This is an optimization exercise on Yosys and OpenROAD, whose aim is small area and a short achievable clock period, not a production implementation. Function was checked by simulation only, so behaviour that the tests miss may differ from the original.

==> flow/config.mk <==
export PLATFORM = sky130hd
export DESIGN_NAME = pantry
export DESIGN_NICKNAME = pantry
export VERILOG_FILES = /design/flow/design.v
export SDC_FILE = /design/flow/constraint.sdc
export NUM_CORES = 4
export LEC_CHECK = 0
export CAP_MARGIN = 20
export CORE_MARGIN = 2
export CORE_UTILIZATION = 40
export PLACE_DENSITY = 0.6
export SLEW_MARGIN = 20
==> flow/constraint.sdc <==
create_clock -name core_clock -period 30.0 [get_ports {clk}]
set_input_delay 6.0000 -clock core_clock [delete_from_list [all_inputs] [get_ports {clk}]]
set_output_delay 6.0000 -clock core_clock [all_outputs]
set_load 0.01 [all_outputs]
==> flow/design.v <==
module pantry (
    input  wire        clk,
    input  wire        rst,
    input  wire        cmd_valid,
    input  wire [2:0]  cmd_op,
    input  wire [2:0]  cmd_queue,
    input  wire [31:0] cmd_data,
    output reg         resp_valid,
    output reg  [31:0] resp_data,
    output reg  [15:0] resp_payload,
    output wire [5:0]  pool_free,
    output wire        pool_exhausted,
    output wire [4:0]  reserve_total,
    output reg  [15:0] overrun_count,
    output reg  [15:0] reclaimed_count,
    output wire [7:0]  q_nonempty,
    output wire [7:0]  q_full
);
    localparam NQ = 8;
    localparam NC = 32;
    localparam OP_PUSH   = 3'd0;
    localparam OP_POP    = 3'd1;
    localparam OP_CFG    = 3'd2;
    localparam OP_STATUS = 3'd3;
    localparam OP_W1C    = 3'd4;
    localparam OP_QRESET = 3'd5;
    localparam OP_CCLEAR = 3'd6;
    localparam OP_GCLEAR = 3'd7;
    localparam RESERVE_MAX   = 8;
    localparam RESERVE_LIMIT = 16;
    localparam DEPTH_DEFAULT = 16;
    reg [15:0] cell_payload [0:NC-1];
    reg [15:0] cell_tag     [0:NC-1];
    reg [4:0]  cell_link    [0:NC-1];
    reg        own_used     [0:NC-1];
    reg [2:0]  own_queue    [0:NC-1];
    reg [1:0]  own_epoch    [0:NC-1];
    reg [4:0] head      [0:NQ-1];
    reg [4:0] tail      [0:NQ-1];
    reg [5:0] level     [0:NQ-1];
    reg [1:0] epoch     [0:NQ-1];
    reg [5:0] depth_max [0:NQ-1];
    reg [3:0] reserve   [0:NQ-1];
    reg [5:0] high_mark [0:NQ-1];
    reg [5:0] low_mark  [0:NQ-1];
    reg       overrun   [0:NQ-1];
    reg       hi_crossed[0:NQ-1];
    reg       lo_crossed[0:NQ-1];
    reg       hi_armed  [0:NQ-1];
    reg       lo_armed  [0:NQ-1];
    reg [7:0] hi_count  [0:NQ-1];
    reg [7:0] lo_count  [0:NQ-1];
    reg       sweep_active;
    reg [2:0] sweep_q;
    reg [4:0] sweep_idx;
    integer i;
    reg [5:0] free_cnt;
    reg [4:0] alloc_idx;
    reg       alloc_ok;
    always @(*) begin
        free_cnt  = 6'd0;
        alloc_idx = 5'd0;
        alloc_ok  = 1'b0;
        for (i = 0; i < NC; i = i + 1) begin
            if (!own_used[i]) begin
                free_cnt = free_cnt + 6'd1;
                if (!alloc_ok) begin
                    alloc_idx = i[4:0];
                    alloc_ok  = 1'b1;
                end
            end
        end
    end
    reg [5:0] held_back;
    reg [4:0] res_total;
    always @(*) begin
        held_back = 6'd0;
        res_total = 5'd0;
        for (i = 0; i < NQ; i = i + 1) begin
            res_total = res_total + {1'b0, reserve[i]};
            if ({2'b00, reserve[i]} > level[i])
                held_back = held_back + ({2'b00, reserve[i]} - level[i]);
        end
    end
    reg [NQ-1:0] full_vec;
    reg [NQ-1:0] nonempty_vec;
    always @(*) begin
        for (i = 0; i < NQ; i = i + 1) begin
            full_vec[i] = (level[i] >= depth_max[i])
                       || (free_cnt == 6'd0)
                       || (level[i] >= {2'b00, reserve[i]} && free_cnt <= held_back);
            nonempty_vec[i] = (level[i] != 6'd0);
        end
    end
    assign pool_free      = free_cnt;
    assign pool_exhausted = (free_cnt == 6'd0);
    assign reserve_total  = res_total;
    assign q_full         = full_vec;
    assign q_nonempty     = nonempty_vec;
    wire [2:0] q        = cmd_queue;
    wire       do_push  = cmd_valid && cmd_op == OP_PUSH;
    wire       do_pop   = cmd_valid && cmd_op == OP_POP;
    wire       do_cfg   = cmd_valid && cmd_op == OP_CFG;
    wire       do_stat  = cmd_valid && cmd_op == OP_STATUS;
    wire       do_w1c   = cmd_valid && cmd_op == OP_W1C;
    wire       do_qrst  = cmd_valid && cmd_op == OP_QRESET;
    wire       do_cclr  = cmd_valid && cmd_op == OP_CCLEAR;
    wire       do_gclr  = cmd_valid && cmd_op == OP_GCLEAR;
    wire        push_ok  = do_push && !full_vec[q];
    wire        push_bad = do_push &&  full_vec[q];
    wire        pop_ok   = do_pop && (level[q] != 6'd0);
    wire [4:0]  pop_cell = head[q];
    wire        qrst_ok  = do_qrst && (!sweep_active || sweep_q == q);
    wire [2:0]  cfg_field = cmd_data[18:16];
    wire [15:0] cfg_value = cmd_data[15:0];
    reg         cfg_ok;
    always @(*) begin
        case (cfg_field)
            3'd0: cfg_ok = (cfg_value >= 16'd1) && (cfg_value <= NC);
            3'd1: cfg_ok = (cfg_value <= RESERVE_MAX) && (level[q] == 6'd0)
                        && ({11'd0, res_total} - {12'd0, reserve[q]} + cfg_value <= RESERVE_LIMIT);
            3'd2: cfg_ok = (cfg_value == 16'd0)
                        || (cfg_value > {10'd0, low_mark[q]} && cfg_value <= {10'd0, depth_max[q]});
            3'd3: cfg_ok = (cfg_value == 16'd0) || (cfg_value < {10'd0, high_mark[q]});
            default: cfg_ok = 1'b0;
        endcase
    end
    wire cfg_wr = do_cfg && cfg_ok;
    reg [5:0] level_nx [0:NQ-1];
    reg [5:0] high_nx  [0:NQ-1];
    reg [5:0] low_nx   [0:NQ-1];
    always @(*) begin
        for (i = 0; i < NQ; i = i + 1) begin
            level_nx[i] = level[i];
            high_nx[i]  = high_mark[i];
            low_nx[i]   = low_mark[i];
            if (q == i[2:0]) begin
                if (push_ok)      level_nx[i] = level[i] + 6'd1;
                else if (pop_ok)  level_nx[i] = level[i] - 6'd1;
                else if (qrst_ok) level_nx[i] = 6'd0;
                if (cfg_wr && cfg_field == 3'd2) high_nx[i] = cfg_value[5:0];
                if (cfg_wr && cfg_field == 3'd3) low_nx[i]  = cfg_value[5:0];
            end
        end
    end
    wire hi_cross = push_ok && high_mark[q] != 6'd0 && hi_armed[q]
                    && (level[q] + 6'd1 == high_mark[q]);
    wire lo_cross = pop_ok  && low_mark[q]  != 6'd0 && lo_armed[q]
                    && (level[q] - 6'd1 == low_mark[q]);
    wire sweep_free = sweep_active && own_used[sweep_idx]
                      && own_queue[sweep_idx] == sweep_q
                      && own_epoch[sweep_idx] != epoch[sweep_q];
    always @(posedge clk) begin
        if (push_ok) begin
            cell_payload[alloc_idx] <= cmd_data[15:0];
            cell_tag[alloc_idx]     <= cmd_data[31:16];
            own_queue[alloc_idx]    <= q;
            own_epoch[alloc_idx]    <= epoch[q];
            if (level[q] != 6'd0)
                cell_link[tail[q]] <= alloc_idx;
        end
    end
    always @(posedge clk) begin
        if (rst) begin
            for (i = 0; i < NC; i = i + 1)
                own_used[i] <= 1'b0;
        end else begin
            if (sweep_free)
                own_used[sweep_idx] <= 1'b0;
            if (pop_ok)
                own_used[pop_cell] <= 1'b0;
            if (push_ok)
                own_used[alloc_idx] <= 1'b1;
        end
    end
    always @(posedge clk) begin
        if (rst) begin
            for (i = 0; i < NQ; i = i + 1) begin
                head[i]       <= 5'd0;
                tail[i]       <= 5'd0;
                level[i]      <= 6'd0;
                epoch[i]      <= 2'd0;
                depth_max[i]  <= DEPTH_DEFAULT;
                reserve[i]    <= 4'd0;
                high_mark[i]  <= 6'd0;
                low_mark[i]   <= 6'd0;
                overrun[i]    <= 1'b0;
                hi_crossed[i] <= 1'b0;
                lo_crossed[i] <= 1'b0;
                hi_armed[i]   <= 1'b1;
                lo_armed[i]   <= 1'b0;
                hi_count[i]   <= 8'd0;
                lo_count[i]   <= 8'd0;
            end
        end else begin
            for (i = 0; i < NQ; i = i + 1) begin
                level[i] <= level_nx[i];
                if (level_nx[i] < high_nx[i]) hi_armed[i] <= 1'b1;
                if (level_nx[i] > low_nx[i])  lo_armed[i] <= 1'b1;
            end
            if (push_ok) begin
                if (level[q] == 6'd0)
                    head[q] <= alloc_idx;
                tail[q] <= alloc_idx;
            end
            if (push_bad)
                overrun[q] <= 1'b1;
            if (pop_ok)
                head[q] <= cell_link[pop_cell];
            if (hi_cross) begin
                hi_crossed[q] <= 1'b1;
                hi_armed[q]   <= 1'b0;
                if (hi_count[q] != 8'hFF)
                    hi_count[q] <= hi_count[q] + 8'd1;
            end
            if (lo_cross) begin
                lo_crossed[q] <= 1'b1;
                lo_armed[q]   <= 1'b0;
                if (lo_count[q] != 8'hFF)
                    lo_count[q] <= lo_count[q] + 8'd1;
            end
            if (qrst_ok)
                epoch[q] <= epoch[q] + 2'd1;
            if (cfg_wr) begin
                case (cfg_field)
                    3'd0: depth_max[q] <= cfg_value[5:0];
                    3'd1: reserve[q]   <= cfg_value[3:0];
                    3'd2: high_mark[q] <= cfg_value[5:0];
                    3'd3: low_mark[q]  <= cfg_value[5:0];
                    default: ;
                endcase
            end
            if (do_w1c) begin
                if (cmd_data[1]) overrun[q]    <= 1'b0;
                if (cmd_data[2]) hi_crossed[q] <= 1'b0;
                if (cmd_data[3]) lo_crossed[q] <= 1'b0;
            end
            if (do_cclr) begin
                hi_count[q] <= 8'd0;
                lo_count[q] <= 8'd0;
            end
        end
    end
    always @(posedge clk) begin
        if (rst) begin
            sweep_active    <= 1'b0;
            sweep_q         <= 3'd0;
            sweep_idx       <= 5'd0;
            overrun_count   <= 16'd0;
            reclaimed_count <= 16'd0;
        end else begin
            if (qrst_ok) begin
                sweep_active <= 1'b1;
                sweep_q      <= q;
                sweep_idx    <= 5'd0;
            end else if (sweep_active) begin
                sweep_idx <= sweep_idx + 5'd1;
                if (sweep_idx == NC - 1)
                    sweep_active <= 1'b0;
            end
            if (do_gclr) begin
                overrun_count   <= 16'd0;
                reclaimed_count <= 16'd0;
            end else begin
                if (push_bad && overrun_count != 16'hFFFF)
                    overrun_count <= overrun_count + 16'd1;
                if (sweep_free && reclaimed_count != 16'hFFFF)
                    reclaimed_count <= reclaimed_count + 16'd1;
            end
        end
    end
    always @(posedge clk) begin
        if (rst) begin
            resp_valid   <= 1'b0;
            resp_data    <= 32'd0;
            resp_payload <= 16'd0;
        end else begin
            resp_valid   <= cmd_valid;
            resp_data    <= 32'd0;
            resp_payload <= 16'd0;
            if (cmd_valid) begin
                case (cmd_op)
                    OP_PUSH:   resp_data <= {31'd0, push_ok};
                    OP_POP: begin
                        if (pop_ok) begin
                            resp_data    <= {13'd0, level[q] == 6'd1, 1'b0, 1'b1,
                                             cell_tag[pop_cell]};
                            resp_payload <= cell_payload[pop_cell];
                        end
                    end
                    OP_CFG:    resp_data <= {31'd0, cfg_ok};
                    OP_STATUS: begin
                        resp_data <= {12'd0, sweep_active && sweep_q == q,
                                      lo_crossed[q], hi_crossed[q], overrun[q],
                                      full_vec[q], 9'd0, level[q]};
                        resp_payload <= {hi_count[q], lo_count[q]};
                    end
                    OP_QRESET: resp_data <= {31'd0, qrst_ok};
                    default:   resp_data <= {31'd0, 1'b1};
                endcase
            end
        end
    end
endmodule
==> flow/run.sh <==
#!/bin/bash
# synth_recipe.tcl (not shown) runs the flow's synth.tcl, then flattens the netlist and writes it again
# the make line also repeats each setting of config.mk as NAME=value (left out here)
make -C /OpenROAD-flow-scripts/flow DESIGN_CONFIG=/design/flow/config.mk WORK_HOME=/design/flow/orfs CLKGATE_MAP_FILE= SYNTH_SCRIPT=/design/flow/synth_recipe.tcl finish
==> summary.txt <==
Worst setup path
  • CP Capture Type: primary output
  • R2R depth: about 130
  • Setup CP Type: flop to primary output
  • Max incr delay on CP: around 0.48 ns
  • R2R Setup Slk: about 4.4 ns
  • Crit path DAT: about 23 ns
  • Worst r2r dst: lo_armed[5]
  • Cell mode on critical path: ha_1
  • Req. time, crit path: between 20 and 25 ns
  • Crit start category: flop
  • Slowest CP cell: clkdlybuf4s50_1
  • Crit Reg-Reg Startpoint: own_used[0]
  • Worst Path Max Fanout: 8

Global routing
  • Largest net degree at the start of global routing: 189
  • Remaining Overflow, GRT: 0
  • Initial antenna violation count: 10
  • First-pass GRT wire length: about 440 mm
  • Tot GR Track Use: 0.235
  • Vias in the first global route: 66200

Final layout
  • Post-route cell area: around 110000 sq um
  • Layout area overhead: 12.3%
  • Share of cells above drive strength 1: 0.101
  • Final Non-Filler Cells: 11800
  • Final nets: just under 9000

Placement
  • Placed Instance Area: roughly 100000 sq um
  • Routability Congestion: 0.939
  • Port bufs: ~140
  • Placed cells: approximately 11000
  • Detailed Place HPWL: around 180 mm

Status
  • Outcome: complete, no violations

Synthesis
  • Warning count from the yosys run: 6
  • Async SR Flop Fraction: 0
  • Number of synthesized flops with an enable pin: ~1800
  • Synth cell count leaders: 1760 x edfxtp_1, 1565 x nand2_1, 681 x nor2_1, 420 x clkbuf_1, 397 x nand3_1
  • Yosys reg bits: 1950
  • Synth Area per Inst: around 12 sq um
  • Yosys cell types: approximately 110
  • Cell Area, Synth: 97300 sq um
  • Sequential fraction of the synthesis area: 0.582
  • Top-count cell post-synth: edfxtp_1
  • Share of the synthesized area in the top cell type: 0.543
  • Biggest area consumer among synthesized cells: edfxtp_1
  • Synth top area cells: edfxtp_1 54%, nand2_1 6.0%, ha_1 4.2%
  • Primary FF master, synth: edfxtp_1
  • Synth Instances: about 8400

Drt
  • Routed wire length per instance: 25.5 um
  • Residual DRC count: 0
  • ANT nets after route: 0
  • DRT iter0 DRCs: 7600
  • Via Count: ~69000
  • Vias per Instance: 5.83
  • Drt first pass iters: 7
  • WL final: 299 mm

CTS
  • Clock sink total: ~2000
  • Worst skew pair latency: around 0.89 ns
  • Inserted Clock Buffers: 204
  • CTS Buffer Depth: 3
  • Hold buffer count at CTS: 0
  • CTS tree: built
  • Clock Tree Root: clkbuf_16
  • Reg clk slew, reported paths: roughly 0.060 ns
  • CTS HTree Levels: 4

Worst hold path
  • Hold Startpoint: tail[0][0]
  • Worst hold path type: flop to flop
  • Number of stages on the worst hold path: 2
  • Endpoint, Worst Hold: tail[0][0]

Job
  • Number of max-cap violations: 0

STA
  • Final setup viols: 0
  • Hold Fails Final Rpt: 0
  • Slew Viols, Final: 0
  • Skew final: 0.0906 ns
  • Slew margin rel.: 0.161
  • Post-layout min period: roughly 29 ns
  • F_max: 35.0 MHz
  • Slew of the pin with the lowest slew margin: about 1.3 ns
  • Fin crit share: 0.952

Die
  • Die W: ~500 um
  • Die area: roughly 250000 sq um
  • Starting Density: 0.401
  • Die height: between 400 and 500 um
  • Site Rows: ~180
  • Core ar.: approximately 240000 sq um
  • Top Ports: 150
[per-layer routing]
layer / GRT usage / routed length [um] / vias to the layer above
li1: - / - / 30800
met1: 0.318 / 124000 / 34100
met2: 0.370 / 137000 / 2981
met3: 0.0341 / 22500 / 595
met4: 0.117 / 15700 / 6
met5: 0 / 47 / -
[worst max-delay path: cells and delay by family (launching register included)]
kind                     cells  cell delay [ns]
XOR/XNOR                     2             0.36
AO/OA/AOI/OAI               27             4.46
AND/OR/NAND/NOR             41             5.62
multiplexers                 3             0.68
flip-flops                   1             0.44
buffers and inverters        6             0.88
adder cells (fa/ha/maj)     30             9.24
[layout make-up]
| class | instances | area (sq um) |
|---|---|---|
| Fill cell | 21900 | 133000 |
| Sequential cell | 1950 | 56700 |
| Multi-Input combinational cell | 5665 | 38200 |
| Clock buffer | 248 | 5330 |
| Tap cell | 3202 | 4010 |
| Timing Repair Buffer | 296 | 2590 |
| Clock inverter | 136 | 1480 |
| Inverter | 249 | 937 |
| Antenna cell | 8 | 20.0 |
[sequential cells by signal, summed over array words and instances (netlist names), 64 cells and up, named ones only]
signal        flops
cell_link       160
cell_payload    512
cell_tag        512
hi_count         64
lo_count         64
own_epoch        64
own_queue        96
[through the flow]
stage | setup TNS, ns | setup WS, ns | utilization | hold slack (ns)
global placement | 0 | 1.70 | 0.421 | 0.461
finish | 0 | 1.44 | 0.450 | 0.481
CTS | 0 | 0.0484 | 0.449 | 0.475
detailed placement | 0 | 1.10 | 0.421 | 0.467
floorplan | 0 | 4.03 | - | 0.453
global route | -0.267 | -0.0732 | 0.450 | 0.504
[repair_timing]
item                                   4_1_cts  5_1_grt
endpoints found under the hold margin        0        0
resized for setup                            0       35
setup endpoints to repair                    0       11
setup buffers                                0        9
[cells in the final DEF, fill, tap and decap left out, types with 204 or more instances in the layout]
cell	count
nand3_1	396
a21oi_1	285
clkbuf_16	204
ha_1	322
inv_1	239
edfxtp_1	1760
nand2_1	1564
a311oi_1	229
nor2_1	639
and3_1	243
[worst max-delay path by stage]
stage / end / cells after the start / startpoint / slack [ns]
after floorplan: q_full[0] / 108 / own_used[1] / 4.03
after global placement: q_full[0] / 109 / own_used[1] / 1.70
after detailed placement: q_full[1] / 109 / own_used[0] / 1.10
after CTS: q_full[1] / 109 / own_used[0] / 0.05
after global routing: q_full[4] / 109 / own_used[1] / -0.07
final: q_full[1] / 109 / own_used[0] / 1.44
[cells by family after synthesis]
logic type / Yosys count / synth area share
other: 1 / 0.0000385
and+or+nand+nor: 3362 / 0.154
muxes: 373 / 0.0608
DFF: 1950 / 0.582
adders and majority gates: 378 / 0.0526
xor gates and xnor gates: 262 / 0.0275
AOI/OAI and AO/OA: 1277 / 0.0914
buffers and inverters: 793 / 0.0313

what the ideal ports hide:
The results above use ideal ports. As a check the final layout listed here was re-extracted and re-timed, cells and wires unchanged. Step 1 (the two cells are an assumption about what drives the block):
set clk [get_ports {clk}]
set_driving_cell -lib_cell sky130_fd_sc_hd__clkbuf_16 $clk
set_driving_cell -lib_cell sky130_fd_sc_hd__buf_2 [delete_from_list [all_inputs] $clk]
Step 2 moves the port delays by t, midway between the first and last clock arrival at a register: inputs arrive t later, outputs are due t later. That takes back most of the time a late clock gives input paths. Slacks: ideal / step 1 / step 2; pairs: ideal / step 1.
t, ns: 0.945
setup WS [ns]: 1.442 / 1.344 / 2.288
cell pins on the clock port's net: 1
After both steps setup and hold are still met in this run. The setup slack of this run moves by -0.098 ns with the drivers and by +0.846 ns with both steps.
